Background: an optimization exercise with open tools, aiming at small area, a short achievable clock period and few clock cycles per item. Do not read the settings as production practice.
Only simulation tests tie the RTL to the original design; equivalence was not proved.
No activity file was given, so power comes from the tool's default toggle rates.

File: flow/flow/run.sh
#!/bin/bash
# The standard layout, with repair_timing aimed at a setup slack of
# SETUP_SLACK_MARGIN (so paths are sped up well past the 12 ns clock) and
# faster port buffers. The SDC and every other step are the standard flow's own.
set -euo pipefail
bash standard.sh SETUP_SLACK_MARGIN=8.7 \
  "BUFFER_PORTS_ARGS=-buffer_cell sky130_fd_sc_hd__buf_2" finish > standard.log 2>&1
File: flow/standard.sh
#!/bin/bash
# synth_recipe.tcl (not shown) runs the flow's synth.tcl, then flattens the netlist and writes it again
# the make line also repeats each setting of config.mk as NAME=value (left out here)
make -C /OpenROAD-flow-scripts/flow DESIGN_CONFIG=/design/flow/config.mk WORK_HOME=/design/flow/orfs CLKGATE_MAP_FILE= SYNTH_SCRIPT=/design/flow/synth_recipe.tcl "${@:-finish}"
File: flow/config.mk
export PLATFORM = sky130hd
export DESIGN_NAME = pq_engine
export DESIGN_NICKNAME = pq_engine
export VERILOG_FILES = /design/flow/design.v
export SDC_FILE = /design/flow/constraint.sdc
export NUM_CORES = 4
export LEC_CHECK = 0
export CAP_MARGIN = 20
export CORE_MARGIN = 2
export CORE_UTILIZATION = 30
export SLEW_MARGIN = 20
File: flow/constraint.sdc
create_clock -name core_clock -period 12.0 [get_ports {clk}]
set_input_delay 2.4000 -clock core_clock [delete_from_list [all_inputs] [get_ports {clk}]]
set_output_delay 2.4000 -clock core_clock [all_outputs]
set_load 0.01 [all_outputs]
File: flow/design.v
module pq_engine (
  input  wire         clk,
  input  wire         rst_n,
  input  wire         in_valid,
  output wire         in_ready,
  input  wire [63:0] in_data,
  input  wire [4:0]   in_lost_a,
  input  wire [4:0]   in_lost_b,
  output wire         out_valid,
  input  wire         out_ready,
  output reg  [63:0] out_a,
  output reg  [63:0] out_b
);
  function [7:0] gf_mul;
    input [7:0] a;
    input [7:0] b;
    integer i;
    reg [7:0] p, x;
    begin
      p = 8'h00;
      x = a;
      for (i = 0; i < 8; i = i + 1) begin
        if (b[i]) p = p ^ x;
        x = {x[6:0], 1'b0} ^ (x[7] ? 8'h1d : 8'h00);
      end
      gf_mul = p;
    end
  endfunction
  function [7:0] mul_g;
    input [7:0] x;
    mul_g = {x[6:0], 1'b0} ^ (x[7] ? 8'h1d : 8'h00);
  endfunction
  function [7:0] mul_ginv;
    input [7:0] x;
    mul_ginv = {1'b0, x[7:1]} ^ (x[0] ? 8'h8e : 8'h00);
  endfunction
  function [7:0] mul_g29;
    input [7:0] x;
    reg t8, t9, t10;
    begin
      t8  = x[3] ^ x[6];
      t9  = x[4] ^ x[7];
      t10 = x[5] ^ t8;
      mul_g29 = {t8 ^ x[2], x[1] ^ x[2] ^ x[5], x[0] ^ x[1] ^ t9, x[0] ^ t8,
                 t10, t9 ^ t10, x[4] ^ x[5], x[3] ^ t9};
    end
  endfunction
  reg        acc_st;     
  reg        solve_st;   
  reg        out_st;     
  reg [4:0]  unit;       
  reg [4:0]  la, lb;
  reg [7:0]  k1, k2;     
  assign in_ready  = acc_st;
  assign out_valid = out_st;
  wire       accept = in_valid & acc_st;
  wire       first  = (unit == 5'd0);
  wire       clr    = accept & (first | (unit == 5'd1 & (la == 5'd0 | lb == 5'd0)));
  wire       take   = accept & (first | ~((unit == la) | (unit == lb)));
  wire [63:0] d1    = in_data & {64{take & (unit != 5'd31)}};
  wire [63:0] d2    = in_data & {64{take & (unit != 5'd30)}};
  always @(posedge clk) begin
    if (!rst_n) begin
      acc_st   <= 1'b1;
      solve_st <= 1'b0;
      out_st   <= 1'b0;
      unit     <= 5'd0;
    end else begin
      if (accept || solve_st)
        unit <= (accept && unit == 5'd31) ? 5'd24 : unit + 5'd1;
      if (accept && unit == 5'd31) begin
        acc_st   <= 1'b0;
        solve_st <= 1'b1;
      end
      if (solve_st && unit == 5'd31) begin
        solve_st <= 1'b0;
        out_st   <= 1'b1;
      end
      if (out_st && out_ready) begin
        out_st <= 1'b0;
        acc_st <= 1'b1;
      end
    end
  end
  always @(posedge clk) begin
    if (accept && first) begin
      la <= in_lost_a;
      lb <= in_lost_b;
    end
  end
  wire a_data = (la < 5'd30);
  wire b_data = (lb < 5'd30);
  wire case_c = (la == 5'd31 && b_data) || (lb == 5'd31 && a_data);   
  wire case_d = (la == 5'd30 && b_data) || (lb == 5'd30 && a_data);   
  wire case_e = a_data && b_data && (la != lb);                       
  wire [4:0] n = a_data ? la : lb;           
  wire [5:0] dd = {1'b0, lb} - {1'b0, la};
  wire       dneg = dd[5];
  wire [4:0] dmag = (dd[4:0] ^ {5{dneg}}) + {4'd0, dneg};
  reg  [7:0] hm;
  always @(*) begin
    case (dmag)
        5'd1: hm = 8'hf4;
        5'd2: hm = 8'ha7;
        5'd3: hm = 8'h9d;
        5'd4: hm = 8'h72;
        5'd5: hm = 8'hed;
        5'd6: hm = 8'h5f;
        5'd7: hm = 8'h54;
        5'd8: hm = 8'ha0;
        5'd9: hm = 8'ha9;
        5'd10: hm = 8'hfb;
        5'd11: hm = 8'h74;
        5'd12: hm = 8'h85;
        5'd13: hm = 8'he4;
        5'd14: hm = 8'hc0;
        5'd15: hm = 8'h8a;
        5'd16: hm = 8'h67;
        5'd17: hm = 8'hdc;
        5'd18: hm = 8'h26;
        5'd19: hm = 8'h63;
        5'd20: hm = 8'hf2;
        5'd21: hm = 8'he9;
        5'd22: hm = 8'hb4;
        5'd23: hm = 8'hd2;
        5'd24: hm = 8'h02;
        5'd25: hm = 8'h8e;
        5'd26: hm = 8'hba;
        5'd27: hm = 8'haa;
        5'd28: hm = 8'hde;
        5'd29: hm = 8'h89;
        default: hm = 8'h00;
    endcase
  end
  wire [7:0] hv = hm ^ {7'd0, dneg};
  reg step_r;
  always @(posedge clk) begin
    if (accept) begin
      step_r <= (unit != 5'd0) && (unit <= n);
      if (unit == 5'd1) begin
        k1 <= case_e ? (hv ^ 8'h01) : case_c ? 8'h01 : 8'h00;
        k2 <= case_e ? hv : 8'h01;
      end else if (step_r) begin
        if (case_c) k1 <= mul_g(k1);
        if (case_d || case_e) k2 <= mul_ginv(k2);
      end
    end
  end
  wire [7:0] e1 = out_a[7:0];
  wire [7:0] e2 = out_b[7:0];
  wire [7:0] x  = gf_mul(k1, e1) ^ gf_mul(k2, e2);
  reg a_e1, a_x, b_e1, b_x;
  always @(*) begin
    if (la == 5'd31)                 begin a_e1 = 1'b0; a_x = 1'b1; end
    else if (la == lb || lb == 5'd31) begin a_e1 = 1'b1; a_x = 1'b0; end
    else if (la == 5'd30)            begin a_e1 = 1'b1; a_x = 1'b1; end
    else                             begin a_e1 = 1'b0; a_x = 1'b1; end
    if (lb == 5'd31)                 begin b_e1 = 1'b0; b_x = 1'b1; end
    else if (la == lb || la == 5'd31) begin b_e1 = 1'b1; b_x = 1'b0; end
    else if (lb == 5'd30)            begin b_e1 = 1'b1; b_x = 1'b1; end
    else if (la == 5'd30)            begin b_e1 = 1'b0; b_x = 1'b1; end
    else                             begin b_e1 = 1'b1; b_x = 1'b1; end
  end
  wire [7:0] na = (e1 & {8{a_e1}}) ^ (x & {8{a_x}});
  wire [7:0] nb = (e1 & {8{b_e1}}) ^ (x & {8{b_x}});
  integer j;
  reg [63:0] b_ginv, b_g29;
  always @(*) begin
    for (j = 0; j < 8; j = j + 1) begin
      b_ginv[8*j +: 8] = mul_ginv(out_b[8*j +: 8]);
      b_g29[8*j +: 8]  = mul_g29(out_b[8*j +: 8]);
    end
  end
  wire        kill = clr | solve_st;
  wire [63:0] rot_a = {na, out_a[63:8]};
  wire [63:0] rot_b = {nb, out_b[63:8]};
  wire [63:0] inj_a = (rot_a & {64{solve_st}}) | d1;
  wire [63:0] inj_b = (rot_b & {64{solve_st}}) | d2;
  always @(posedge clk)
    out_a <= (out_a & {64{~kill}}) ^ inj_a;
  wire        sel29  = accept & (unit == 5'd31);
  wire        selinv = accept & ~clr & (unit < 5'd30);
  wire        selkp  = ~solve_st & ~(accept & (unit != 5'd30));
  always @(posedge clk)
    out_b <= ((out_b & {64{selkp}}) | (b_g29 & {64{sel29}}) | (b_ginv & {64{selinv}})) ^ inj_b;
endmodule
==> results of run 1 <==
## worst min path at each step
stage | to | slack (ns)
4_1_cts | out_a[17] | 0.50
5_1_grt | out_a[17] | 0.52
3_3_place_gp | out_a[28] | 0.48
2_1_floorplan | out_a[47] | 0.51
6_report | out_a[17] | 0.50
3_5_place_dp | out_a[28] | 0.48
## stage by stage
stage          area [um2]  hold WS [ns]  cells  setup slack, ns
3_3_place_gp        14100         0.479   2111             7.68
3_5_place_dp        14100         0.483   2111             7.64
6_report            19100         0.501   2403             8.57
5_1_grt             19100         0.521   2403             8.45
2_1_floorplan       13000         0.512   1493             8.50
4_1_cts             17700         0.500   2322             8.57
## cell usage in the layout, fill, tap and decap left out, types with 27 or more instances in the layout
cell type	Yosys	routed
a21oi_1	37	32
a222oi_1	43	43
a22oi_1	125	103
a22oi_2	5	27
buf_2	13	76
buf_4	4	204
buf_6	2	141
clkbuf_16	0	29
dfxtp_2	0	45
dfxtp_4	0	86
edfxtp_1	27	27
nand2_1	228	201
nor2_1	58	53
o21ai_0	42	34
xnor2_1	191	184
xor2_1	219	218
## power by group
group | internal, uW | switching [uW]
registers | 801 | 181
clock network | 324 | 273
logic | 1570 | 1670
## state kept, by name (all words and copies together), names as in the netlist
name,cells
out_b,64
k1,8
lb,5
la,5
out_a,64
step_r,1
k2,8
out_st,1
unit,5
solve_st,1
acc_st,1
## repair_timing
| action | 4_1_cts | 5_1_grt |
|---|---|---|
| resized for setup | 457 | 115 |
| hold buffers | 0 | 0 |
| gates cloned | 9 | 20 |
| pin swaps | 22 | 76 |
| endpoints found under the setup margin | 281 | 246 |
| setup buffers | 170 | 57 |
## cell families after synthesis
kind of cell	Yosys count	share of synthesized area [%]
xor gates and xnor gates	429	31.5
and+or+nand+nor	350	11.5
AOI/OAI and AO/OA	341	19.9
buffers and inverters	168	5.32
DFF	163	27.8
adders and majority gates	25	2.52
muxes	17	1.49
## routing by layer
metal	share of wire, %	global-route usage [%]
met3	11	3.95
met2	45	35.7
met4	5.3	8.17
met5	0	0
met1	39	29.6
## layout make-up
type                            count  area [um2]  share of cell area (%)
Antenna cell                        4        10.0                  0.0523
Clock buffer                       18         439                    2.29
Clock inverter                     14         186                   0.974
Inverter                           30         128                   0.667
Multi-Input combinational cell   1168        9280                    48.5
Sequential cell                   163        3910                    20.4
Tap cell                          539         674                    3.52
Timing Repair Buffer              467        4500                    23.5
## worst max-delay path, cell delays in order, from the launching register on
cell and delay [ns]:
edfxtp_1 0.44, inv_2 0.11, ha_4 0.13, inv_2 0.03, fa_2 0.52, inv_2 0.05, xnor2_2 0.13, ha_2 0.22
inv_4 0.05, xnor2_4 0.23, xor2_4 0.28, nand2_2 0.12, a311oi_2 0.32, or3_1 0.17, nand3_2 0.10, mux2_4 0.27
==> flow_summary_export.csv, run 1 <==
group,metric,value,unit
synth,synth.top_cells.by_count,"nand2_1, xor2_1, xnor2_1, dfxtp_1, a22oi_1",
hold_path,holdPathStages,2,
worst_setup_path,crit_path_end,"k2[0]",
synth,synthFlopType,"dfxtp_1",
cts,htreeDepth,4,
pwr,ir_drop,0.134,mV
cts,clkTransAtPathRegs,0.08,ns
route,first_iter_violations,1741,
route,viasPerCell,5.67,
sta,fin_crit,3.43,ns
cells_and_area,num-nets-final,1950,
route,ant_nets,0,
synth,yosysSeqAreaShare,27.8,%
die,core-area,41900,um2
sta,setup_viol,0,
pwr,p_per_area,252,nW/um2
worst_setup_path,crit_start,"lb[0]",
cells_and_area,drive_gt1_share,41.7,%
worst_setup_path,r2r-start,"lb[0]",
synth,async_reset_ff_share,0,%
synth,synthCells,1493,
die,pin_count,208,
cells_and_area,fill_cells,3765,
synth,synth_top_area_share,21.4,%
hold_path,hp-start,"out_a[17]",
cts,clockBufferDepth,2,
run,maxCapViolCount,0,
route,wl_per_cell,23.8,um
synth,syn_nets,1596,
die,die_w,210,um
sta,hold_violations,0,
worst_setup_path,reg2reg_to,"k2[0]",
grt,grt_max_degree,96,
route,wirelength,57100,um
synth,synth-edff-count,27,
hold_path,hold_class,"reg2reg",
synth,ys_seq_elements,163,
cts,clock-sinks,163,
worst_setup_path,start_kind,"flip-flop",
sta,slew_violations,0,
sta,period_share,28.6,%
worst_setup_path,critPathKind,"reg2reg",
worst_setup_path,worstSetupEndpointType,"flip-flop",
cells_and_area,syn_to_final_growth,50.3,%
grt,grt-ovfl-total,0,
die,start_util,30.3,%
cts,root_buffer,"clkbuf_16",
grt,track_usage,22.1,%
cts,cts_tree,"done",
cts,clk_latency,0.45,ns
route,dr.pass1.iters,9,
run_status,outcome,"finished clean",
synth,synthesis.area,12700,um2
synth,avgSynthCellArea,8.53,um2
placed_design,port_buffers,207,
worst_setup_path,critPathRequiredTime,12.20,ns
sta,relSlewSlack,19.7,%
sta,rsz0062_at_grt,"yes",
worst_setup_path,rrSetupSlack,8.57,ns
synth,yosysTopAreaCell,"dfxtp_1",
worst_setup_path,critPathArrivalTime,3.63,ns
sta,setup_tns,0,ns
synth,yosysWarnings,1,
worst_setup_path,r2r_cells,15,
cts,cts_buffers,17,
grt,grt_pass1_vias,12500,
synth,ys_types,67,
die,fp.dieH,210,um
cells_and_area,utilization,45.6,%
placed_design,dp_hpwl,29600,um
grt,antenna_found_initial,4,
synth,ys_top_cells_by_area,"dfxtp_1, xor2_1, xnor2_1",
route,drc_errors,0,
worst_setup_path,crit_fanout,4,
pwr,finalPower,4820,uW
sta,tightest_slew,1.20,ns
die,rows,75,
synth,synth_most_common_cell,"nand2_1",
die,design.die.area,44100,um2
sta,finClkSkew,0.0156,ns
pwr,p_leak,0.00789,uW
route,via_count,13600,
grt,grt_pass1_wl,75600,um
sta,max_clock_freq,0.291,GHz
placed_design,gp_congestion,0.845,
Testbench counts, summed over its fixed seeds: cycles 65,600, items 1,600.
==> run 2, diff against run 1 <==
==> flow/flow/run.sh (replaced) <==
#!/bin/bash
# The standard layout, with repair_timing aimed at a setup slack of
# SETUP_SLACK_MARGIN (so paths are sped up well past the 12 ns clock) and
# faster port buffers. The SDC and every other step are the standard flow's own.
set -euo pipefail
bash standard.sh SETUP_SLACK_MARGIN=8.3 \
  "BUFFER_PORTS_ARGS=-buffer_cell sky130_fd_sc_hd__buf_2" finish > standard.log 2>&1
==> run 2 against run 1 <==
Hold slack worse by 0.0062 ns. Non-clock buffer count is 228 lower. Sequential share of layout area is 3.2 points higher. Synthesized cell count stayed put. Die area stayed put. Sequential cell count stayed put. Final cell count is 9.8% lower. Clock skew is 0.0029 ns lower. First-iteration DRC count is 40% lower. Area after synthesis stayed put. Core utilization is 9.6 points lower. Largest power group unchanged. Critical path depth is 14 lower.
==> flow_summary_export.csv, run 2 <==
group,metric,value,unit
die,core-area,41900,um2
hold_path,hold_end,"out_a[19]",
worst_setup_path,r2r-start,"lb[0]",
hold_path,hp-start,"out_a[19]",
worst_setup_path,crit_fanout,14,
pwr,p_int,2130,uW
sta,hold_violations,0,
grt,grt-busiest-layer,"met2",
cells_and_area,syn_to_final_growth,18.6,%
cts,cts_tree,"done",
pwr,p_per_area,262,nW/um2
route,ant_nets,0,
synth,synthFlopType,"dfxtp_1",
pwr,sequentialPowerShare,28.4,%
sta,rsz0062_at_grt,"yes",
route,dr.pass1.iters,9,
sta,max_clock_freq,0.273,GHz
hold_path,hold_class,"reg2reg",
placed_design,dp_hpwl,29900,um
die,fp.dieH,210,um
synth,synth.top_cells.by_count,"nand2_1, xor2_1, xnor2_1, dfxtp_1, a22oi_1",
hold_path,holdPathStages,2,
route,wl_per_cell,19.7,um
worst_setup_path,r2r_cells,15,
synth,async_reset_ff_share,0,%
grt,grt_max_degree,80,
worst_setup_path,cp_num_buf_inv,1,
synth,ys_top_cells_by_area,"dfxtp_1, xor2_1, xnor2_1",
cts,clock-sinks,163,
sta,finClkSkew,0.0127,ns
sta,fin_crit,3.66,ns
cells_and_area,drive_gt1_share,21.3,%
synth,avgSynthCellArea,8.53,um2
worst_setup_path,reg2reg_to,"k2[0]",
grt,grt_pass1_wl,64800,um
worst_setup_path,worstSetupEndpointType,"primary output",
sta,relSlewSlack,43.3,%
synth,yosysWarnings,1,
worst_setup_path,start_kind,"flip-flop",
cells_and_area,final_common_cell,"nand2_1",
route,via_count,11700,
worst_setup_path,critical-path-top-delay-family,"flip-flops",
cts,clockBufferDepth,2,
cts,clk_latency,0.44,ns
grt,grt_pass1_vias,11000,
pwr,pwr-share-clk,14.8,%
route,drc_errors,0,
synth,ys_seq_elements,163,
synth,synthAdderAreaFrac,2.52,%
grt,grtUsageMet1,25.9,%
grt,track_usage,18.6,%
synth,synth_top_family_by_area,"XOR/XNOR gates",
synth,synth_top_area_share,21.4,%
synth,synthesis.area,12700,um2
pwr,switching_share,46.3,%
grt,use_met2,29.6,%
synth,syn_nets,1596,
synth,synthSimpleGateAreaFrac,11.5,%
run_status,outcome,"finished clean",
sta,period_share,30.5,%
die,design.die.area,44100,um2
sta,whs,0.495,ns
worst_setup_path,critPathKind,"reg2out",
cells_and_area,fill_cells,4245,
placed_design,gp_congestion,0.853,
grt,grt-ovfl-total,0,
die,start_util,30.3,%
cts,htreeDepth,4,
sta,slew_violations,0,
cts,cts_buffers,17,
pwr,ir_drop,0.126,mV
placed_design,port_buffers,207,
cells_and_area,fin_area,15100,um2
cells_and_area,mostFrequentLayoutCells,"nand2_1, xor2_1, buf_2",
synth,synth_most_common_cell,"nand2_1",
synth,ys_types,67,
die,die_w,210,um
cts,root_buffer,"clkbuf_16",
synth,yosysTopAreaCell,"dfxtp_1",
worst_setup_path,critPathArrivalTime,1.26,ns
die,pin_count,208,
cells_and_area,top_regs,"out_a (64), out_b (64)",
pwr,finalPower,3960,uW
run,maxCapViolCount,0,
worst_setup_path,slowest_delay,0.58,ns
placed_design,place_area,14000,um2
worst_setup_path,slowest_stage,"dfxtp_2",
synth,yosysSeqAreaShare,27.8,%
synth,synth_xor_area_share,31.5,%
sta,setup_viol,0,
grt,antenna_found_initial,2,
route,viasPerCell,5.38,
pwr,comb_power_share,56.7,%
synth,muxShareOfSynthArea,1.49,%
route,first_iter_violations,1043,
die,rows,75,
route,wirelength,42700,um
worst_setup_path,critPathRequiredTime,9.60,ns
pwr,p_sw,1830,uW
synth,synth_compound_area_share,19.9,%
cts,clkTransAtPathRegs,0.07,ns
synth,synth-edff-count,27,
sta,setup_tns,0,ns
grt,use_met3,3.23,%
worst_setup_path,rrSetupSlack,8.45,ns
sta,tightest_slew,0.851,ns
pwr,p_leak,0.00612,uW
worst_setup_path,crit_chain,"buf_2",
cells_and_area,num-nets-final,1716,
synth,synthCells,1493,
## run 2: cell counts after synthesis
Identical to the previous run, type by type.
## run 2: worst max-delay path by stage
stage,start,to,slack [ns],depth (start not counted)
CTS,lb[0],k2[0],8.22,13
detailed placement,la[1],k2[0],7.42,16
finish,out_b[1],out_b[1],8.34,1
floorplan,in_valid,out_b[61],8.28,7
global route,in_valid,out_b[13],8.29,7
global placement,la[1],k2[0],7.52,16
## run 2: metrics by stage
| stage | std cells | utilization (%) | worst slack [ns] |
|---|---|---|---|
| global placement | 2110 | 33.3 | 7.52 |
| CTS | 2150 | 35.4 | 8.22 |
| detailed placement | 2110 | 33.3 | 7.42 |
| global route | 2167 | 36.0 | 8.29 |
| floorplan | 1493 | - | 8.28 |
| finish | 2167 | 36.0 | 8.34 |
## run 2: cells by family (layout without fill, tap and decap cells)
logic type,Yosys count,count (layout)
AO/OA/AOI/OAI,341,341
XOR/XNOR,429,429
adder cells (fa/ha/maj),25,25
buffers and inverters,168,301
flip-flops,163,163
multiplexers,17,17
other,0,2
AND/OR/NAND/NOR,350,350
## run 2: cell type report
class                      count  area [um2]  share of cell area (%)
multi-input combinational   1162        8770                    58.1
antenna                        2        5.00                  0.0332
tap                          539         674                    4.47
sequential                   163        3580                    23.7
clock inverter                15         190                    1.26
inverter                      30         113                   0.746
clock buffer                  17         425                    2.82
timing repair buffer         239        1340                    8.89
## run 2: routing by layer
metal | wire length, um | up-vias
met2 | 19800 | 454
met1 | 19400 | 5686
met5 | 0 | -
li1 | - | 5455
met4 | 915 | 0
met3 | 2590 | 62
## run 2: timing repair
item / CTS / global route
gates cloned: 0 / 1
hold buffers: 0 / 0
resized for setup: 46 / 32
endpoints found under the setup margin: 157 / 146
hold endpoints to repair: 0 / 0
setup buffers: 8 / 14
pin swaps: 2 / 10
## run 2: power groups by stage
stage               registers (uW)  clock network (uW)  logic (uW)
CTS                           1120                 593        2180
global route                  1150                 618        2430
floorplan                      947                   0        1680
global placement              1120                   0        2110
finish                        1130                 586        2250
detailed placement            1120                   0        2130
==> run 3, diff against run 2 <==
==> flow/flow/run.sh (replaced) <==
#!/bin/bash
# The standard layout, with repair_timing aimed at a setup slack of
# SETUP_SLACK_MARGIN (so paths are sped up well past the 12 ns clock) and
# faster port buffers. The SDC and every other step are the standard flow's own.
set -euo pipefail
bash standard.sh SETUP_SLACK_MARGIN=8.45 \
  "BUFFER_PORTS_ARGS=-buffer_cell sky130_fd_sc_hd__buf_2" finish > standard.log 2>&1
==> run 3 against run 2 <==
Combinational power is 5% higher. Die area stayed put. Clock skew fell by 0.0026 ns. Area after synthesis is the same. Design area increased by 2.6%. Largest power group unchanged.
==> flow_summary_export.csv, run 3 <==
group,metric,value,unit
run_status,outcome,"finished clean",
sta,setup_viol,0,
worst_setup_path,r2r_cells,16,
route,dr.pass1.iters,8,
worst_setup_path,crit_chain,"buf_2",
pwr,sequentialPowerShare,27.0,%
pwr,p_per_area,262,nW/um2
die,rows,75,
sta,max_clock_freq,0.284,GHz
hold_path,hold_class,"reg2reg",
grt,track_usage,19.2,%
synth,synth.top_cells.by_count,"nand2_1, xor2_1, xnor2_1, dfxtp_1, a22oi_1",
sta,setup_tns,0,ns
sta,relSlewSlack,36.5,%
worst_setup_path,critPathRequiredTime,9.60,ns
pwr,switching_share,45.4,%
worst_setup_path,crit_start,"out_b[24]",
synth,muxShareOfSynthArea,1.49,%
route,wl_per_cell,19.8,um
worst_setup_path,slowest_delay,0.48,ns
synth,synth_top_area_share,21.4,%
route,drc_errors,0,
worst_setup_path,cp_num_buf_inv,1,
cts,cts_tree,"done",
synth,synth-edff-count,27,
worst_setup_path,rrSetupSlack,8.48,ns
cells_and_area,top_regs,"out_a (64), out_b (64)",
synth,yosysSeqAreaShare,27.8,%
grt,grt_pass1_vias,11300,
synth,ys_types,67,
die,pin_count,208,
die,die_w,210,um
hold_path,hp-start,"out_a[21]",
sta,period_share,29.3,%
worst_setup_path,start_kind,"flip-flop",
grt,grt_pass1_wl,66800,um
pwr,ir_drop,0.140,mV
worst_setup_path,critPathKind,"reg2out",
synth,synthSimpleGateAreaFrac,11.5,%
cells_and_area,syn_to_final_growth,21.6,%
cts,clk_latency,0.44,ns
sta,slew_violations,0,
synth,async_reset_ff_share,0,%
cells_and_area,mostFrequentLayoutCells,"nand2_1, xor2_1, buf_2",
synth,synthFlopType,"dfxtp_1",
route,wirelength,43500,um
route,viasPerCell,5.37,
synth,synthesis.area,12700,um2
synth,synth_compound_area_share,19.9,%
cells_and_area,fin_area,15500,um2
die,start_util,30.3,%
placed_design,dp_hpwl,30000,um
pwr,p_leak,0.00631,uW
synth,ys_seq_elements,163,
worst_setup_path,crit_fanout,8,
synth,yosysWarnings,1,
grt,antenna_found_initial,3,
sta,finClkSkew,0.0101,ns
sta,tightest_slew,0.953,ns
cells_and_area,final_common_cell,"nand2_1",
cts,clock-sinks,163,
route,first_iter_violations,1173,
synth,synth_xor_area_share,31.5,%
synth,synth_top_family_by_area,"XOR/XNOR gates",
placed_design,port_buffers,207,
sta,whs,0.497,ns
run,maxCapViolCount,0,
synth,avgSynthCellArea,8.53,um2
worst_setup_path,reg2reg_to,"k2[0]",
worst_setup_path,slowest_stage,"dfxtp_2",
pwr,pwr-share-clk,14.5,%
synth,syn_nets,1596,
pwr,comb_power_share,58.4,%
cts,cts_hold_buf,0,
grt,grt-ovfl-total,0,
cts,cts_buffers,17,
pwr,p_int,2210,uW
route,ant_nets,0,
sta,rsz0062_at_grt,"yes",
die,design.die.area,44100,um2
worst_setup_path,crit_path_end,"out_b[24]",
cells_and_area,fill_cells,4252,
sta,hold_violations,0,
worst_setup_path,r2r-start,"la[1]",
worst_setup_path,critPathArrivalTime,1.12,ns
cells_and_area,num-nets-final,1745,
cells_and_area,drive_gt1_share,26.2,%
grt,grt_max_degree,89,
cts,clkTransAtPathRegs,0.08,ns
placed_design,dp_cells,2110,
synth,yosysTopAreaCell,"dfxtp_1",
cts,clockBufferDepth,2,
placed_design,gp_congestion,0.870,
die,core-area,41900,um2
synth,synthAdderAreaFrac,2.52,%
cells_and_area,stdcell_count,2196,
pwr,p_sw,1840,uW
die,fp.dieH,210,um
worst_setup_path,cp.depth,1,
sta,fin_crit,3.52,ns
worst_setup_path,critical-path-top-delay-family,"flip-flops",
cts,root_buffer,"clkbuf_16",
route,via_count,11800,
synth,synth_most_common_cell,"nand2_1",
cts,htreeDepth,4,
placed_design,place_area,14000,um2
synth,synthCells,1493,
synth,ys_top_cells_by_area,"dfxtp_1, xor2_1, xnor2_1",
worst_setup_path,worstSetupEndpointType,"primary output",
run 3: cell counts after synthesis:
No cell type changed its count.
run 3: through the flow:
| step | total power, uW | worst slack (ns) | utilization (%) |
|---|---|---|---|
| after detailed placement | 3250 | 7.66 | 33.4 |
| after CTS | 3970 | 8.38 | 36.0 |
| after global placement | 3230 | 7.72 | 33.4 |
| after global routing | 4290 | 8.28 | 36.9 |
| final | 4060 | 8.48 | 36.9 |
| after floorplan | 2630 | 8.46 | - |
run 3: worst min path at each step:
stage	cells past startpoint	slack, ns	endpoint
floorplan	2	0.51	out_a[17]
global placement	2	0.48	out_a[17]
detailed placement	2	0.48	out_a[28]
CTS	2	0.49	out_a[28]
global route	2	0.51	out_a[17]
finish	2	0.50	out_a[21]
run 3: power by group through the flow:
stage	combinational, uW	sequential, uW	clock [uW]
3_3_place_gp	2100	1120	0
2_1_floorplan	1680	947	0
3_5_place_dp	2130	1120	0
4_1_cts	2260	1110	599
6_report	2370	1100	590
5_1_grt	2550	1120	619
run 3: cell families after synthesis:
family / Yosys count
XOR/XNOR: 429
flip-flops: 163
multiplexers: 17
adder cells (fa/ha/maj): 25
AND/OR/NAND/NOR: 350
AO/OA/AOI/OAI: 341
buffers and inverters: 168
run 3: area by class of cell:
type / count / area [um2] / share of cell area [%]
clock inverters: 14 / 204 / 1.32
repair buffers: 268 / 1630 / 10.5
clock buffers: 17 / 425 / 2.75
multi-input cells: 1162 / 8770 / 56.6
inverters: 30 / 113 / 0.727
diodes: 3 / 7.51 / 0.0485
flip-flops and latches: 163 / 3660 / 23.6
well taps: 539 / 674 / 4.36
run 3: what timing repair did:
action	CTS	global route
setup buffers	21	29
gates cloned	2	0
resized for setup	100	49
endpoints found under the setup margin	201	158
pin swaps	6	11
run 3: layer usage:
layer / track usage, % / share of wire, % / up-vias / routed length (um)
met5: 0 / 0 / - / 0
met4: 5.60 / 2.2 / 0 / 939
met3: 2.46 / 6.0 / 58 / 2610
met2: 30.9 / 47 / 492 / 20300
met1: 26.9 / 45 / 5744 / 19700
li1: - / - / 5505 / -
==> run 4, diff against run 3 <==
==> flow/flow/run.sh (replaced) <==
#!/bin/bash
# The standard layout, with repair_timing aimed at a setup slack of
# SETUP_SLACK_MARGIN (so paths are sped up well past the 12 ns clock) and
# faster port buffers. The SDC and every other step are the standard flow's own.
set -euo pipefail
bash standard.sh SETUP_SLACK_MARGIN=8.6 \
  "BUFFER_PORTS_ARGS=-buffer_cell sky130_fd_sc_hd__buf_1" finish > standard.log 2>&1
--- a/flow/config.mk
+++ b/flow/config.mk
@@ -7,5 +7,5 @@
 export LEC_CHECK = 0
 export CAP_MARGIN = 20
 export CORE_MARGIN = 2
-export CORE_UTILIZATION = 30
+export CORE_UTILIZATION = 55
 export SLEW_MARGIN = 20
==> run 4 against run 3 <==
Sequential cell count unchanged. Combinational power increased by 15%. Sequential power decreased by 7%. Critical endpoint is now k1[4]. Largest cell class unchanged. Highest routed layer unchanged.
==> flow_summary_export.csv, run 4 <==
group,metric,value,unit
route,ant_nets,0,
cells_and_area,fill_cells,1731,
sta,max_clock_freq,0.290,GHz
cells_and_area,drive_gt1_share,30.1,%
die,start_util,56.1,%
worst_setup_path,critPathKind,"reg2reg",
sta,setup_tns,0,ns
cts,cts_buffers,17,
sta,period_share,28.7,%
worst_setup_path,start_kind,"flip-flop",
synth,muxShareOfSynthArea,1.49,%
synth,synth.top_cells.by_count,"nand2_1, xor2_1, xnor2_1, dfxtp_1, a22oi_1",
synth,synth_top_family_by_area,"XOR/XNOR gates",
worst_setup_path,critical-path-top-delay-family,"adder cells",
synth,ys_types,67,
route,drc_errors,0,
cts,clockBufferDepth,2,
pwr,finalPower,4350,uW
worst_setup_path,slowest_stage,"fa_2",
cells_and_area,num-nets-final,1874,
pwr,ir_drop,0.140,mV
cts,htreeDepth,4,
worst_setup_path,r2r-start,"lb[0]",
pwr,p_leak,0.00679,uW
synth,yosysSeqAreaShare,27.8,%
route,wirelength,46300,um
grt,grt_max_degree,80,
synth,yosysWarnings,1,
die,die_w,156,um
worst_setup_path,crit_path_frequent_cell,"inv_2",
synth,synthesis.area,12700,um2
die,fp.dieH,156,um
synth,synthCells,1493,
cts,root_buffer,"clkbuf_16",
run_status,outcome,"finished clean",
grt,antenna_found_initial,1,
sta,relSlewSlack,44.5,%
die,pin_count,208,
worst_setup_path,critPathArrivalTime,3.76,ns
sta,fin_crit,3.45,ns
grt,track_usage,34.2,%
synth,synth-edff-count,27,
worst_setup_path,crit_chain,"inv_2, ha_4, inv_2, fa_2, inv_2, xnor2_2, ha_2, inv_4, xnor2_4, buf_12, xnor2_4, buf_4, nor2_2, a221oi_2, a21oi_2, a311oi_2, buf_4, a21o_1",
cells_and_area,final_common_cell,"nand2_1",
synth,ys_seq_elements,163,
worst_setup_path,cp_num_buf_inv,7,
worst_setup_path,critPathRequiredTime,12.31,ns
synth,synth_top_area_share,21.4,%
die,design.die.area,24400,um2
hold_path,hold_class,"reg2reg",
placed_design,dpl_worst_slack,7.61,ns
route,first_iter_violations,1607,
synth,syn_nets,1596,
cells_and_area,syn_to_final_growth,30.7,%
run,maxCapViolCount,0,
hold_path,hp-start,"out_a[26]",
cts,clock-sinks,163,
synth,avgSynthCellArea,8.53,um2
sta,slew_violations,0,
die,rows,55,
synth,synthSimpleGateAreaFrac,11.5,%
cells_and_area,mostFrequentLayoutCells,"nand2_1, xor2_1, xnor2_1",
synth,async_reset_ff_share,0,%
sta,rsz0062_at_grt,"yes",
worst_setup_path,crit_start,"lb[0]",
placed_design,gp_congestion,0.866,
synth,ys_top_cells_by_area,"dfxtp_1, xor2_1, xnor2_1",
route,wl_per_cell,22.4,um
placed_design,port_buffers,207,
grt,grt-ovfl-total,0,
sta,worst_slack,8.55,ns
cts,clkTransAtPathRegs,0.08,ns
worst_setup_path,worstSetupEndpointType,"flip-flop",
synth,yosysTopAreaCell,"dfxtp_1",
worst_setup_path,slowest_delay,0.52,ns
synth,synthFlopType,"dfxtp_1",
grt,grt_pass1_vias,11300,
worst_setup_path,crit_fanout,4,
sta,whs,0.488,ns
cts,cts_tree,"done",
route,dr.pass1.iters,8,
sta,hold_violations,0,
route,viasPerCell,6.18,
synth,synthAdderAreaFrac,2.52,%
die,core-area,22700,um2
sta,setup_viol,0,
synth,synth_most_common_cell,"nand2_1",
sta,finClkSkew,0.0147,ns
synth,synth_compound_area_share,19.9,%
placed_design,dp_cells,1854,
grt,grt_pass1_wl,65300,um
sta,tightest_slew,0.833,ns
placed_design,dp_hpwl,26800,um
cts,clk_latency,0.45,ns
cells_and_area,top_regs,"out_a (64), out_b (64)",
route,via_count,12800,
cells_and_area,stdcell_count,2070,
synth,synth_xor_area_share,31.5,%
pwr,p_per_area,261,nW/um2
[run 4: cell counts after synthesis]
No cell type changed its count.
[run 4: cells by family (layout without fill, tap and decap cells)]
kind of cell | after synthesis | count (layout)
AND/OR/NAND/NOR | 350 | 354
AO/OA/AOI/OAI | 341 | 341
adder cells (fa/ha/maj) | 25 | 25
multiplexers | 17 | 17
other | 0 | 1
flip-flops | 163 | 163
buffers and inverters | 168 | 454
XOR/XNOR | 429 | 430
[run 4: worst register-to-register path: cells and delay by family, from the launching register on]
kind | cells | cell delay [ns]
AND/OR/NAND/NOR | 1 | 0.05
XOR/XNOR | 3 | 0.50
adder cells (fa/ha/maj) | 3 | 0.89
buffers and inverters | 7 | 0.73
AO/OA/AOI/OAI | 4 | 0.70
flip-flops | 1 | 0.44
[run 4: layout make-up]
| type | instances | area, um2 | share of cell area, % |
|---|---|---|---|
| sequential | 163 | 3880 | 23.3 |
| antenna | 1 | 2.50 | 0.0150 |
| clock buffer | 17 | 425 | 2.56 |
| timing repair buffer | 392 | 2630 | 15.8 |
| clock inverter | 15 | 206 | 1.24 |
| inverter | 30 | 128 | 0.767 |
| tap | 285 | 357 | 2.14 |
| multi-input combinational | 1167 | 9000 | 54.1 |
[run 4: path summary, 6_finish.rpt]
check	cells past startpoint	to	slack (ns)
hold / removal	2	out_a[26]	0.49
hold reg to reg	2	out_a[26]	0.49
setup / recovery	18	k1[4]	8.55
setup reg to reg	18	k1[4]	8.55
[run 4: repair_timing]
| item | in CTS | in global routing |
|---|---|---|
| hold buffers | 0 | 0 |
| cloned | 5 | 12 |
| pin swaps | 12 | 19 |
| setup buffers | 59 | 107 |
| endpoints found under the setup margin | 268 | 138 |
| gates resized for setup | 313 | 101 |
[run 4: power breakdown]
group | total, uW | internal [uW] | leakage (uW) | switching [uW]
registers | 1020 | 796 | 0.00144 | 221
clock network | 594 | 321 | 0.000309 | 272
logic | 2730 | 1280 | 0.00504 | 1450
[run 4: through the flow]
stage,utilization [%],instance area [um2]
2_1_floorplan,-,13000
3_5_place_dp,59.3,13500
6_report,73.2,16600
4_1_cts,67.3,15300
3_3_place_gp,59.3,13500
5_1_grt,73.2,16600
[run 4: per-layer routing]
layer | vias to the layer above | track usage [%] | wire [um]
li1 | 5786 | - | -
met1 | 6120 | 49.2 | 19400
met2 | 774 | 52.9 | 20500
met3 | 112 | 5.17 | 4910
met4 | 0 | 10.5 | 1520
met5 | - | 0 | 0
==> run 5, diff against run 4 <==
==> flow/flow/run.sh (replaced) <==
#!/bin/bash
# The standard layout, with repair_timing aimed at a setup slack of
# SETUP_SLACK_MARGIN (so paths are sped up well past the 12 ns clock) and
# faster port buffers. The SDC and every other step are the standard flow's own.
set -euo pipefail
bash standard.sh SETUP_SLACK_MARGIN=8.45 \
  "BUFFER_PORTS_ARGS=-buffer_cell sky130_fd_sc_hd__buf_1" finish > standard.log 2>&1
--- a/flow/config.mk
+++ b/flow/config.mk
@@ -8,4 +8,6 @@
 export CAP_MARGIN = 20
 export CORE_MARGIN = 2
 export CORE_UTILIZATION = 55
+export CTS_CLUSTER_DIAMETER = 200
+export CTS_CLUSTER_SIZE = 50
 export SLEW_MARGIN = 20
==> run 5 against run 4 <==
Critical endpoint is now k2[0]. Design area shrank 10%. Non-clock buffer count shrank 117. Register-to-register slack lost 0.16 ns. Largest cell class unchanged. First-iteration DRC count shrank 20%. Final cell count shrank 5.9%. Largest power group unchanged. Sequential power grew 11%. Die area is the same. Area after synthesis is the same.
==> flow_summary_export.csv, run 5 <==
group,metric,value,unit
cts,cts_buffers,17,
cells_and_area,syn_to_final_growth,17.1,%
synth,synthFlopType,"dfxtp_1",
cts,cts_tree,"done",
sta,period_share,30.1,%
pwr,p_sw,1810,uW
sta,max_clock_freq,0.277,GHz
sta,relSlewSlack,30.9,%
cts,htreeDepth,4,
route,highest_layer,"met4",
synth,synthesis.area,12700,um2
synth,yosysWarnings,1,
worst_setup_path,critPathArrivalTime,3.80,ns
pwr,pwr-share-clk,13.7,%
run,maxCapViolCount,0,
placed_design,port_buffers,207,
worst_setup_path,crit_fanout,5,
synth,synth.top_cells.by_count,"nand2_1, xor2_1, xnor2_1, dfxtp_1, a22oi_1",
cts,root_buffer,"clkbuf_16",
die,start_util,56.1,%
route,first_iter_violations,1279,
synth,ys_types,67,
cts,clock-sinks,163,
route,via_count,11900,
route,wirelength,41000,um
route,met1_length,18400,um
placed_design,dpl_worst_slack,7.62,ns
cells_and_area,num-nets-final,1752,
pwr,p_per_area,263,nW/um2
synth,yosysTopAreaCell,"dfxtp_1",
worst_setup_path,critPathKind,"reg2reg",
synth,synth-edff-count,27,
grt,grt_pass1_vias,10900,
cts,cts_hold_buf,0,
sta,fin_crit,3.61,ns
pwr,sequentialPowerShare,28.8,%
worst_setup_path,worstSetupEndpointType,"flip-flop",
sta,finClkSkew,0.0128,ns
pwr,p_leak,0.00570,uW
cells_and_area,top_regs,"out_a (64), out_b (64)",
die,pin_count,208,
cells_and_area,fill_cells,1992,
die,core-area,22700,um2
worst_setup_path,r2r-start,"lb[0]",
route,ant_nets,0,
sta,hold_violations,0,
grt,grt_max_degree,97,
cts,clk_latency,0.44,ns
sta,setup_viol,0,
pwr,p_int,2120,uW
placed_design,dp_hpwl,26700,um
sta,whs,0.496,ns
cts,clkTransAtPathRegs,0.07,ns
hold_path,hp-start,"out_a[46]",
sta,rsz0062_at_grt,"yes",
grt,grt-ovfl-total,0,
die,fp.dieH,156,um
die,die_w,156,um
pwr,ir_drop,0.157,mV
grt,antenna_found_initial,1,
synth,synth_most_common_cell,"nand2_1",
worst_setup_path,crit_start,"lb[0]",
sta,worst_slack,8.39,ns
pwr,finalPower,3920,uW
die,design.die.area,24400,um2
synth,syn_nets,1596,
cells_and_area,mostFrequentLayoutCells,"nand2_1, xor2_1, buf_1",
sta,setup_tns,0,ns
route,dr.pass1.iters,9,
die,rows,55,
sta,slew_violations,0,
synth,yosysSeqAreaShare,27.8,%
grt,grt_pass1_wl,61200,um
synth,synth_top_area_share,21.4,%
synth,synthCells,1493,
hold_path,hold_class,"reg2reg",
synth,async_reset_ff_share,0,%
route,wl_per_cell,21.0,um
worst_setup_path,critPathRequiredTime,12.19,ns
grt,track_usage,31.8,%
cells_and_area,final_common_cell,"nand2_1",
sta,tightest_slew,1.04,ns
run_status,outcome,"finished clean",
pwr,comb_power_share,57.5,%
synth,ys_seq_elements,163,
route,viasPerCell,6.10,
route,wl_met2,18100,um
synth,ys_top_cells_by_area,"dfxtp_1, xor2_1, xnor2_1",
worst_setup_path,start_kind,"flip-flop",
route,route.met3.wl,3760,um
cells_and_area,drive_gt1_share,13.4,%
cts,clockBufferDepth,2,
synth,avgSynthCellArea,8.53,um2
route,drc_errors,0,
placed_design,gp_congestion,0.879,
pwr,switching_share,46.1,%
==> run 5: critical path, stage by stage, from the launching register on <==
cell,delay (ns)
edfxtp_1,0.43
inv_2,0.12
ha_2,0.20
inv_1,0.05
fa_2,0.51
inv_1,0.08
xnor2_2,0.19
ha_4,0.17
inv_2,0.06
xnor2_4,0.15
buf_12,0.15
xnor2_4,0.22
nand2_1,0.19
a311oi_2,0.34
or3_1,0.16
nand3_1,0.09
mux2_2,0.27
==> run 5: worst paths after layout <==
| kind | cells past startpoint | slack (ns) | endpoint |
|---|---|---|---|
| worst min register to register | 2 | 0.50 | out_a[46] |
| worst max register to register | 16 | 8.39 | k2[0] |
| worst min-delay path | 2 | 0.50 | out_a[46] |
| worst max-delay path | 16 | 8.39 | k2[0] |
==> run 5: area by class of cell <==
| cell class | count | area (um2) | area share [%] |
|---|---|---|---|
| clock inverter | 13 | 114 | 0.764 |
| sequential | 163 | 3650 | 24.5 |
| clock buffer | 19 | 454 | 3.05 |
| antenna | 1 | 2.50 | 0.0168 |
| multi-input combinational | 1162 | 8720 | 58.5 |
| timing repair buffer | 275 | 1490 | 10.0 |
| tap | 285 | 357 | 2.39 |
| inverter | 30 | 113 | 0.756 |
==> run 5: repair_timing <==
item	4_1_cts	5_1_grt
gates cloned	1	3
resized for setup	89	49
pin swaps	4	12
endpoints found under the setup margin	193	133
endpoints found under the hold margin	0	0
setup buffers	6	47
==> run 5: power by group through the flow <==
stage	clock, uW	sequential [uW]	combinational [uW]
6_report	537	1130	2260
5_1_grt	564	1150	2440
4_1_cts	543	1140	2110
3_5_place_dp	0	1120	2060
3_3_place_gp	0	1130	2040
2_1_floorplan	0	947	1680
==> run 5: logic make-up (layout without fill, tap and decap cells) <==
logic type      Yosys count  in the layout  share of synthesized area, %
compound gates          341            341                          19.9
xor+xnor                429            429                          31.5
fa+ha+maj                25             25                          2.52
buf+inv                 168            337                          5.32
flops                   163            163                          27.8
mux                      17             17                          1.49
other cells               0              1                             0
simple gates            350            350                          11.5
==> run 5: layer usage <==
layer / up-vias / global-route usage [%]
li1: 5526 / -
met1: 5682 / 47.4
met2: 626 / 47.7
met3: 50 / 4.86
met4: 0 / 8.34
met5: - / 0
==> run 5: through the flow <==
| step | instance area (um2) | util, % | std cells |
|---|---|---|---|
| global placement | 13400 | 59.1 | 1858 |
| global route | 14900 | 65.6 | 1947 |
| CTS | 14300 | 62.9 | 1897 |
| detailed placement | 13400 | 59.1 | 1858 |
| floorplan | 12800 | - | 1493 |
| finish | 14900 | 65.6 | 1948 |
==> run 6, diff against run 5 <==
--- a/flow/design.v
+++ b/flow/design.v
@@ -50,6 +50,7 @@
   reg        out_st;     
   reg [4:0]  unit;       
   reg [4:0]  la, lb;
+  reg [5:0]  dd;         
   reg [7:0]  k1, k2;     
   assign in_ready  = acc_st;
   assign out_valid = out_st;
@@ -86,6 +87,7 @@
     if (accept && first) begin
       la <= in_lost_a;
       lb <= in_lost_b;
+      dd <= {1'b0, in_lost_b} - {1'b0, in_lost_a};
     end
   end
   wire a_data = (la < 5'd30);
@@ -94,7 +96,6 @@
   wire case_d = (la == 5'd30 && b_data) || (lb == 5'd30 && a_data);   
   wire case_e = a_data && b_data && (la != lb);                       
   wire [4:0] n = a_data ? la : lb;           
-  wire [5:0] dd = {1'b0, lb} - {1'b0, la};
   wire       dneg = dd[5];
   wire [4:0] dmag = (dd[4:0] ^ {5{dneg}}) + {4'd0, dneg};
   reg  [7:0] hm;
==> flow/flow/run.sh (replaced) <==
#!/bin/bash
# The standard layout, with repair_timing aimed at a setup slack of
# SETUP_SLACK_MARGIN (so paths are sped up well past the 12 ns clock) and
# faster port buffers. The SDC and every other step are the standard flow's own.
set -euo pipefail
bash standard.sh SETUP_SLACK_MARGIN=8.6 \
  "BUFFER_PORTS_ARGS=-buffer_cell sky130_fd_sc_hd__buf_1" finish > standard.log 2>&1
--- a/flow/config.mk
+++ b/flow/config.mk
@@ -8,6 +8,4 @@
 export CAP_MARGIN = 20
 export CORE_MARGIN = 2
 export CORE_UTILIZATION = 55
-export CTS_CLUSTER_DIAMETER = 200
-export CTS_CLUSTER_SIZE = 50
 export SLEW_MARGIN = 20
==> run 6 against run 5 <==
Highest routed layer unchanged. Still clean. Final cell count grew 3.4%. Power grew 2.8%. Combinational power grew 5%.
==> flow_summary_export.csv, run 6 <==
group,metric,value,unit
grt,grt_max_degree,87,
cts,clk_latency,0.44,ns
die,fp.dieH,157,um
route,drc_errors,0,
route,viasPerCell,5.97,
worst_setup_path,rrSetupSlack,8.81,ns
sta,whs,0.496,ns
cts,cts_buffers,17,
synth,syn_nets,1587,
sta,hold_violations,0,
worst_setup_path,critPathArrivalTime,3.81,ns
synth,synth.top_cells.by_count,"nand2_1, xor2_1, xnor2_1, dfxtp_1, a22oi_1",
cells_and_area,drive_gt1_share,24.1,%
worst_setup_path,crit_fanout,16,
synth,synth_top_area_share,21.2,%
cells_and_area,final_common_cell,"nand2_1",
route,ant_nets,0,
synth,yosysTopAreaCell,"dfxtp_1",
worst_setup_path,slowest_delay,0.49,ns
sta,fin_crit,3.44,ns
worst_setup_path,crit_path_end,"out_b[33]",
worst_setup_path,r2r_cells,10,
grt,grt_pass1_vias,10900,
synth,ys_seq_elements,169,
sta,max_clock_freq,0.291,GHz
die,die_w,157,um
synth,ys_top_cells_by_area,"dfxtp_1, xor2_1, xnor2_1",
grt,grt_pass1_wl,61900,um
sta,slew_violations,0,
worst_setup_path,critPathKind,"in2reg",
sta,tightest_slew,0.937,ns
route,wl_per_cell,21.4,um
hold_path,hold_class,"reg2reg",
worst_setup_path,r2r-start,"k2[6]",
pwr,ir_drop,0.132,mV
placed_design,dp_cells,1869,
synth,yosysSeqAreaShare,28.9,%
run,maxCapViolCount,0,
grt,track_usage,32.4,%
synth,synthesis.area,12900,um2
cts,htreeDepth,4,
run_status,outcome,"finished clean",
sta,finClkSkew,0.0143,ns
cts,clockBufferDepth,2,
pwr,p_per_area,253,nW/um2
pwr,finalPower,4030,uW
cells_and_area,mostFrequentLayoutCells,"nand2_1, xor2_1, xnor2_1",
worst_setup_path,cp_num_buf_inv,4,
synth,yosysWarnings,1,
die,rows,55,
cts,clkTransAtPathRegs,0.08,ns
worst_setup_path,critical-path-top-delay-family,"buffers and inverters",
placed_design,dp_hpwl,25900,um
route,via_count,12000,
route,dr.pass1.iters,8,
synth,synth_most_common_cell,"nand2_1",
worst_setup_path,worstSetupEndpointType,"flip-flop",
grt,antenna_found_initial,0,
synth,synthCells,1483,
die,core-area,22800,um2
cells_and_area,stdcell_count,2015,
cts,root_buffer,"clkbuf_16",
cells_and_area,top_regs,"out_a (64), out_b (64)",
route,first_iter_violations,1245,
sta,setup_viol,0,
die,start_util,56.4,%
die,design.die.area,24600,um2
cts,clock-sinks,169,
cells_and_area,diodes,0,
cells_and_area,fill_cells,1835,
pwr,p_leak,0.00636,uW
synth,synthFlopType,"dfxtp_1",
synth,synth-edff-count,33,
worst_setup_path,reg2reg_to,"out_b[59]",
placed_design,port_buffers,207,
sta,period_share,28.7,%
sta,rsz0062_at_grt,"yes",
route,wirelength,43100,um
worst_setup_path,critPathRequiredTime,12.37,ns
sta,relSlewSlack,37.5,%
cells_and_area,syn_to_final_growth,23.8,%
cts,cts_tree,"done",
synth,ys_types,63,
synth,avgSynthCellArea,8.67,um2
worst_setup_path,crit_chain,"clkbuf_4, nand2_8, clkinv_8, a21oi_4, buf_12, clkbuf_16, a222oi_1, xor2_1",
cts,cts_hold_buf,0,
die,pin_count,208,
worst_setup_path,crit_start,"in_valid",
placed_design,gp_congestion,0.910,
worst_setup_path,start_kind,"primary input",
worst_setup_path,slowest_stage,"a222oi_1",
sta,setup_tns,0,ns
grt,grt-ovfl-total,0,
synth,async_reset_ff_share,0,%
cells_and_area,num-nets-final,1794,
worst_setup_path,cp.depth,8,
-- run 6: cell types whose count changed after synthesis, sizes merged, moves of 6 or more --
cell    before  now
xor2       222  230
a221oi      23   10
edfxtp      27   33
xnor2      192  207
inv         29   20
a222oi      43   50
a22oi      130  123
o21ai       48   42
nor2        60   44
nand2      228  259
clkbuf     103  111
mux2i       13    3
-- run 6: report_power, final --
part / switching [uW] / internal (uW)
combinational: 1250 / 1120
sequential: 248 / 818
clock: 255 / 340
total: 1750 / 2280
-- run 6: logic make-up (layout without fill, tap and decap cells) --
group	after synthesis	count (layout)	share of synthesized area, %
flip-flops	169	169	28.9
buffers and inverters	163	380	5.43
AO/OA/AOI/OAI	303	303	17.5
AND/OR/NAND/NOR	367	369	11.9
adder cells (fa/ha/maj)	26	26	2.59
multiplexers	6	6	0.672
XOR/XNOR	449	449	33.0
-- run 6: repair_timing --
item                                    CTS  global route
cloned                                    5            10
pin swaps                                 1             9
buffers inserted                         29            71
endpoints found under the setup margin  234           176
gates resized for setup                 247            77
-- run 6: worst register-to-register path: stages, from the launching register on --
cell      delay (ns)
edfxtp_1        0.71
xnor3_1         0.55
xnor2_1         0.14
nand2_1         0.10
xor2_1          0.17
xnor3_1         0.40
xnor3_2         0.43
nand2_1         0.11
xor2_1          0.20
a22oi_2         0.08
xor2_1          0.18
-- run 6: through the flow --
step                      util, %  setup slack [ns]  area, um2
after CTS                    65.8              8.56      15000
after global placement       59.6              7.54      13600
after detailed placement     59.6              7.50      13600
final                        69.9              8.56      15900
after floorplan                 -              8.47      13100
after global routing         69.9              8.54      15900
-- run 6: how the worst min path moves through the flow --
| stage | start | to | slack (ns) | cells after the start |
|---|---|---|---|---|
| 3_5_place_dp | out_a[21] | out_a[21] | 0.49 | 2 |
| 6_report | out_st | acc_st | 0.50 | 2 |
| 2_1_floorplan | out_a[10] | out_a[10] | 0.51 | 2 |
| 4_1_cts | out_a[21] | out_a[21] | 0.50 | 2 |
| 3_3_place_gp | out_a[28] | out_a[28] | 0.49 | 2 |
| 5_1_grt | out_a[43] | out_a[43] | 0.51 | 2 |
-- run 6: final cells by class --
type	instances	area, um2	share of cell area [%]
clock buffers	18	439	2.76
clock inverters	13	180	1.13
inverters	21	104	0.653
multi-input cells	1153	8600	54.0
flip-flops and latches	169	4040	25.4
well taps	313	392	2.46
repair buffers	327	2150	13.5
repair inverters	1	8.76	0.0550
-- run 6: layer usage --
layer / up-vias / share of wire (%) / track usage [%]
li1: 5524 / - / -
met3: 86 / 9.6 / 5.57
met4: 0 / 3.3 / 11.1
met5: - / 0 / 0
met1: 5760 / 42 / 45.5
met2: 651 / 45 / 50.2
Testbench counts of run 6, summed over its fixed seeds: cycles 65,600, items 1,600.
==> run 7, diff against run 6 <==
==> flow/flow/run.sh (replaced) <==
#!/bin/bash
# The standard layout, with repair_timing aimed at a setup slack of
# SETUP_SLACK_MARGIN (so paths are sped up well past the 12 ns clock) and
# faster port buffers. The SDC and every other step are the standard flow's own.
set -euo pipefail
bash standard.sh SETUP_SLACK_MARGIN=8.45 \
  "BUFFER_PORTS_ARGS=-buffer_cell sky130_fd_sc_hd__buf_1" finish > standard.log 2>&1
==> run 7 against run 6 <==
Largest cell class unchanged. Power shrank 8.2%. Sequential power grew 8%. Die area is the same. Clock power shrank 7.9%. Sequential share of layout area grew 1.2 points. Area after synthesis is the same. Combinational power shrank 16%. Count of clock-buffer cells in the layout shrank 1. Final cell count shrank 5.0%.
==> flow_summary_export.csv, run 7 <==
group,metric,value,unit
worst_setup_path,slowest_delay,0.51,ns
cells_and_area,num-nets-final,1694,
route,wl_per_cell,19.9,um
synth,synthSimpleGateAreaFrac,11.9,%
worst_setup_path,critical-path-top-delay-family,"flip-flops",
route,viasPerCell,5.87,
placed_design,dp_hpwl,25900,um
synth,synth_compound_area_share,17.5,%
cells_and_area,utilization,63.5,%
synth,synth_top_family_by_area,"XOR/XNOR gates",
cts,clockBufferDepth,2,
cts,clock-sinks,169,
cts,cts_hold_buf,0,
synth,yosysTopAreaCell,"dfxtp_1",
sta,max_clock_freq,0.282,GHz
worst_setup_path,critPathKind,"reg2out",
die,fp.dieH,157,um
synth,synthFlopType,"dfxtp_1",
cells_and_area,drive_gt1_share,10.2,%
synth,synth-edff-count,33,
run_status,outcome,"finished clean",
sta,period_share,29.5,%
worst_setup_path,cp_num_buf_inv,1,
route,ant_nets,0,
sta,setup_tns,0,ns
worst_setup_path,start_kind,"flip-flop",
grt,grt_pass1_wl,58700,um
synth,syn_nets,1587,
die,rows,55,
sta,setup_viol,0,
grt,grt-ovfl-total,0,
synth,avgSynthCellArea,8.67,um2
route,drc_errors,0,
route,dr.pass1.iters,8,
synth,synth_xor_area_share,33.0,%
pwr,finalPower,3700,uW
placed_design,dpl_worst_slack,7.53,ns
cts,clk_latency,0.45,ns
worst_setup_path,crit_chain,"buf_1",
pwr,switching_share,45.3,%
sta,worst_slack,8.46,ns
synth,ys_seq_elements,169,
synth,yosysWarnings,1,
synth,synth.top_cells.by_count,"nand2_1, xor2_1, xnor2_1, dfxtp_1, a22oi_1",
pwr,sequentialPowerShare,31.3,%
synth,ys_types,63,
cells_and_area,final_common_cell,"nand2_1",
die,start_util,56.4,%
cts,cts_tree,"done",
sta,slew_violations,0,
die,core-area,22800,um2
synth,synthCells,1483,
cts,root_buffer,"clkbuf_16",
pwr,p_int,2020,uW
sta,relSlewSlack,43.1,%
route,via_count,11200,
route,wirelength,38100,um
cts,clkTransAtPathRegs,0.07,ns
placed_design,gp_congestion,0.882,
grt,grt_max_degree,68,
die,design.die.area,24600,um2
sta,finClkSkew,0.0200,ns
run,maxCapViolCount,0,
pwr,p_sw,1680,uW
synth,synthesis.area,12900,um2
pwr,p_per_area,256,nW/um2
worst_setup_path,slowest_stage,"dfxtp_1",
grt,track_usage,30.4,%
synth,synthAdderAreaFrac,2.59,%
worst_setup_path,worstSetupEndpointType,"primary output",
cts,htreeDepth,4,
cells_and_area,syn_to_final_growth,12.6,%
hold_path,hold_class,"reg2reg",
die,die_w,157,um
sta,rsz0062_at_grt,"yes",
pwr,p_leak,0.00541,uW
cells_and_area,mostFrequentLayoutCells,"nand2_1, xor2_1, buf_1",
pwr,ir_drop,0.110,mV
cells_and_area,diodes,0,
synth,synth_most_common_cell,"nand2_1",
synth,muxShareOfSynthArea,0.672,%
grt,antenna_found_initial,0,
sta,hold_violations,0,
synth,synth_top_area_share,21.2,%
synth,yosysSeqAreaShare,28.9,%
route,first_iter_violations,1156,
cells_and_area,top_regs,"out_a (64), out_b (64)",
cts,cts_buffers,17,
worst_setup_path,critPathRequiredTime,9.60,ns
synth,ys_top_cells_by_area,"dfxtp_1, xor2_1, xnor2_1",
sta,fin_crit,3.54,ns
placed_design,port_buffers,207,
worst_setup_path,critPathArrivalTime,1.14,ns
sta,tightest_slew,0.850,ns
pwr,pwr-share-clk,14.8,%
synth,async_reset_ff_share,0,%
grt,grt_pass1_vias,10500,
die,pin_count,208,
pwr,comb_power_share,54.0,%
worst_setup_path,crit_fanout,3,
-- run 7: cell counts after synthesis --
No cell type changed its count.
-- run 7: final timing paths --
| kind | from | end | slack (ns) | cells past startpoint |
|---|---|---|---|---|
| setup / recovery | out_a[62] | out_a[62] | 8.46 | 1 |
| hold / removal | out_a[22] | out_a[22] | 0.50 | 2 |
| setup reg to reg | k2[5] | out_b[59] | 8.68 | 10 |
| hold reg to reg | out_a[22] | out_a[22] | 0.50 | 2 |
-- run 7: layer usage --
metal	wire (um)	global-route usage, %	up-vias	part of all wire (%)
met3	2700	4.24	57	7.1
met2	17400	46.9	458	46
met4	864	9.61	0	2.3
met5	0	0	-	0
li1	-	-	5311	-
met1	17200	43.9	5420	45
-- run 7: through the flow --
stage / instance area [um2] / instances / hold WS [ns]
CTS: 14300 / 1902 / 0.499
global route: 14500 / 1915 / 0.517
detailed placement: 13500 / 1869 / 0.489
finish: 14500 / 1915 / 0.498
global placement: 13500 / 1869 / 0.479
floorplan: 12900 / 1483 / 0.512
-- run 7: repair_timing --
item,in CTS,in global routing
pin swaps,0,3
buffers inserted,1,11
gates resized for setup,78,31
cloned,1,1
setup endpoints to repair,179,141
-- run 7: final cells by class --
cell class	instances	area, um2
multi-input cells	1151	8510
fillers	2027	8300
flip-flops and latches	169	3840
repair buffers	230	1060
clock buffers	17	425
well taps	313	392
clock inverters	14	156
inverters	21	83.8
-- run 7: cell families after synthesis --
kind of cell | Yosys count
xor gates and xnor gates | 449
and+or+nand+nor | 367
AOI/OAI and AO/OA | 303
DFF | 169
buffers and inverters | 163
adders and majority gates | 26
muxes | 6
-- run 7: power by group through the flow --
| stage | registers (uW) | logic (uW) | clock network (uW) |
|---|---|---|---|
| 2_1_floorplan | 970 | 1610 | 0 |
| 3_3_place_gp | 1160 | 1910 | 0 |
| 3_5_place_dp | 1160 | 1930 | 0 |
| 4_1_cts | 1160 | 1960 | 555 |
| 5_1_grt | 1180 | 2200 | 580 |
| 6_report | 1160 | 2000 | 547 |
==> run 8, diff against run 7 <==
--- a/flow/config.mk
+++ b/flow/config.mk
@@ -7,5 +7,5 @@
 export LEC_CHECK = 0
 export CAP_MARGIN = 20
 export CORE_MARGIN = 2
-export CORE_UTILIZATION = 55
+export CORE_UTILIZATION = 70
 export SLEW_MARGIN = 20
==> run 8 against run 7 <==
Still clean on timing, DRC and antenna. Non-clock buffer count fell by 14. Routed wire length fell by 2.6%. Global-route usage rose by 7.3 points. Combinational power barely moved. Sequential share of layout area rose by 0.36 points. Core utilization rose by 16 points. Die area fell by 21%. First-iteration DRC count rose by 29%. Highest routed layer unchanged.
==> flow_summary_export.csv, run 8 <==
group,metric,value,unit
sta,relSlewSlack,37.8,%
synth,ys_types,63,
synth,ys_top_cells_by_area,"dfxtp_1, xor2_1, xnor2_1",
cts,clkTransAtPathRegs,0.07,ns
sta,period_share,29.6,%
synth,yosysTopAreaCell,"dfxtp_1",
run,maxCapViolCount,0,
hold_path,hold_class,"reg2reg",
sta,fin_crit,3.55,ns
die,core-area,18000,um2
route,viasPerCell,6.41,
sta,setup_tns,0,ns
worst_setup_path,critPathRequiredTime,9.60,ns
synth,synth_most_common_cell,"nand2_1",
route,wl_per_cell,20.4,um
worst_setup_path,crit_chain,"buf_1",
die,start_util,71.6,%
worst_setup_path,critical-path-top-delay-family,"flip-flops",
cells_and_area,mostFrequentLayoutCells,"nand2_1, xor2_1, buf_1",
cells_and_area,final_common_cell,"nand2_1",
sta,finClkSkew,0.0132,ns
pwr,p_leak,0.00535,uW
run_status,outcome,"finished clean",
synth,yosysWarnings,1,
cts,cts_buffers,17,
cells_and_area,area.sequential,3840,um2
die,die_w,140,um
cells_and_area,fill_cells,1290,
cells_and_area,multi_input_area,8550,um2
cts,clk_latency,0.44,ns
cells_and_area,top_regs,"out_a (64), out_b (64)",
sta,slew_violations,0,
placed_design,port_buffers,207,
route,via_count,11700,
grt,antenna_found_initial,2,
worst_setup_path,crit_fanout,12,
grt,grt_pass1_wl,59200,um
cts,clockBufferDepth,2,
synth,synth-edff-count,33,
die,rows,49,
cells_and_area,syn_to_final_growth,11.1,%
route,drc_errors,0,
synth,yosysSeqAreaShare,28.9,%
worst_setup_path,start_kind,"flip-flop",
grt,grt-ovfl-total,0,
synth,ys_seq_elements,169,
synth,synthCells,1483,
sta,rsz0062_at_grt,"yes",
worst_setup_path,slowest_stage,"dfxtp_2",
sta,tightest_slew,0.933,ns
worst_setup_path,critPathKind,"reg2out",
cells_and_area,drive_gt1_share,9.37,%
worst_setup_path,slowest_delay,0.52,ns
grt,grt_max_degree,91,
route,wirelength,37100,um
worst_setup_path,cp_num_buf_inv,1,
die,fp.dieH,140,um
placed_design,dp_hpwl,24800,um
cts,clock-sinks,169,
pwr,p_per_area,258,nW/um2
die,pin_count,208,
route,ant_nets,0,
pwr,ir_drop,0.191,mV
sta,setup_viol,0,
synth,synth.top_cells.by_count,"nand2_1, xor2_1, xnor2_1, dfxtp_1, a22oi_1",
synth,synthesis.area,12900,um2
synth,avgSynthCellArea,8.67,um2
worst_setup_path,critPathArrivalTime,1.15,ns
sta,max_clock_freq,0.281,GHz
route,first_iter_violations,1496,
placed_design,gp_congestion,0.974,
route,dr.pass1.iters,13,
die,design.die.area,19500,um2
synth,syn_nets,1587,
worst_setup_path,worstSetupEndpointType,"primary output",
grt,grt_pass1_vias,11100,
worst_setup_path,rrSetupSlack,8.72,ns
synth,async_reset_ff_share,0,%
cells_and_area,utilization,79.5,%
cts,root_buffer,"clkbuf_16",
grt,track_usage,37.7,%
sta,hold_violations,0,
cells_and_area,num-nets-final,1681,
cts,cts_tree,"done",
synth,synthFlopType,"dfxtp_1",
synth,synth_top_area_share,21.2,%
cts,cts_hold_buf,0,
cts,htreeDepth,4,
run 8: kinds of logic after synthesis:
logic type,Yosys count,share of synthesized area [%]
DFF,169,28.9
adders and majority gates,26,2.59
muxes,6,0.672
buffers and inverters,163,5.43
AOI/OAI and AO/OA,303,17.5
and+or+nand+nor,367,11.9
xor gates and xnor gates,449,33.0
run 8: cell type report:
type                       instances  area share (%)
timing repair buffer             216            6.59
sequential                       169            26.9
tap                              229            2.01
antenna                            2          0.0350
multi-input combinational       1152            59.8
inverter                          21           0.587
clock inverter                    14            1.06
clock buffer                      18            3.00
run 8: stage by stage:
| step | power (uW) | setup slack (ns) | cells | cell area [um2] | hold slack [ns] |
|---|---|---|---|---|---|
| floorplan | 2580 | 8.44 | 1483 | 12900 | 0.512 |
| global placement | 3000 | 7.61 | 1783 | 13400 | 0.478 |
| global route | 3900 | 8.40 | 1821 | 14300 | 0.514 |
| CTS | 3630 | 8.38 | 1818 | 14200 | 0.501 |
| detailed placement | 3050 | 7.63 | 1783 | 13400 | 0.490 |
| finish | 3690 | 8.45 | 1821 | 14300 | 0.502 |
run 8: power breakdown:
| part | internal (uW) | total, uW | switching, uW |
|---|---|---|---|
| Combinational | 947 | 1970 | 1020 |
| Clock | 279 | 545 | 266 |
| Sequential | 784 | 1180 | 392 |
run 8: timing repair:
| item | in CTS | in global routing |
|---|---|---|
| resized for setup | 60 | 44 |
| gates cloned | 3 | 0 |
| pin swaps | 0 | 0 |
| endpoints found under the hold margin | 0 | 0 |
| setup endpoints to repair | 166 | 126 |
| setup buffers | 0 | 1 |
run 8: final timing paths:
check / from / end / cells after the start
min reg2reg: out_a[28] / out_a[28] / 2
max: out_b[6] / out_b[6] / 1
max reg2reg: k2[7] / out_b[58] / 10
min: out_a[28] / out_a[28] / 2
run 8: layer usage:
| metal | up-vias | global-route usage (%) | part of all wire [%] |
|---|---|---|---|
| met1 | 5557 | 51.5 | 40 |
| met5 | - | 0 | 0 |
| met4 | 0 | 15.0 | 3.3 |
| met3 | 100 | 7.60 | 11 |
| met2 | 716 | 59.0 | 46 |
| li1 | 5307 | - | - |
run 8: worst min-delay path, cell delays in order, from the launching register on:
cell	delay, ns
dfxtp_1	0.33
nand2_1	0.07
xor2_1	0.06

port drivers added, routing unchanged:
In the flow no input, the clock included, has a driving cell. The finished layouts below were timed again as built, in two steps. Step 1, drivers: a clkbuf_16 drives clk and a buf_2 each remaining input, both assumed. Step 2 also shifts input and output timing later by t, the mid clock arrival at the registers, as if the neighbouring blocks saw the same clock. a / b / c = ideal ports / drivers / drivers and shift; a / b = the first two.
run	t (ns)	setup WS [ns]	worst setup path after step 2	clock arrival spread, ns
run 1	0.502	8.567 / 8.535 / 8.096	input to register	0.017 / 0.018
run 2	0.489	8.336 / 8.283 / 7.963	input to register	0.015 / 0.015
run 3	0.491	8.484 / 8.429 / 8.093	input to register	0.013 / 0.013
run 4	0.489	8.550 / 8.537 / 8.097	input to register	0.015 / 0.015
run 5	0.481	8.392 / 8.392 / 8.044	input to register	0.014 / 0.014
run 6	0.481	8.558 / 8.548 / 8.102	input to register	0.016 / 0.016
run 7	0.486	8.460 / 8.411 / 8.014	input to register	0.021 / 0.021
run 8	0.484	8.446 / 8.398 / 8.009	input to register	0.014 / 0.014
After both steps setup and hold are still met in every run listed. The setup slack of run 1, which loses most, moves by -0.032 ns with the drivers and by -0.471 ns with both steps.
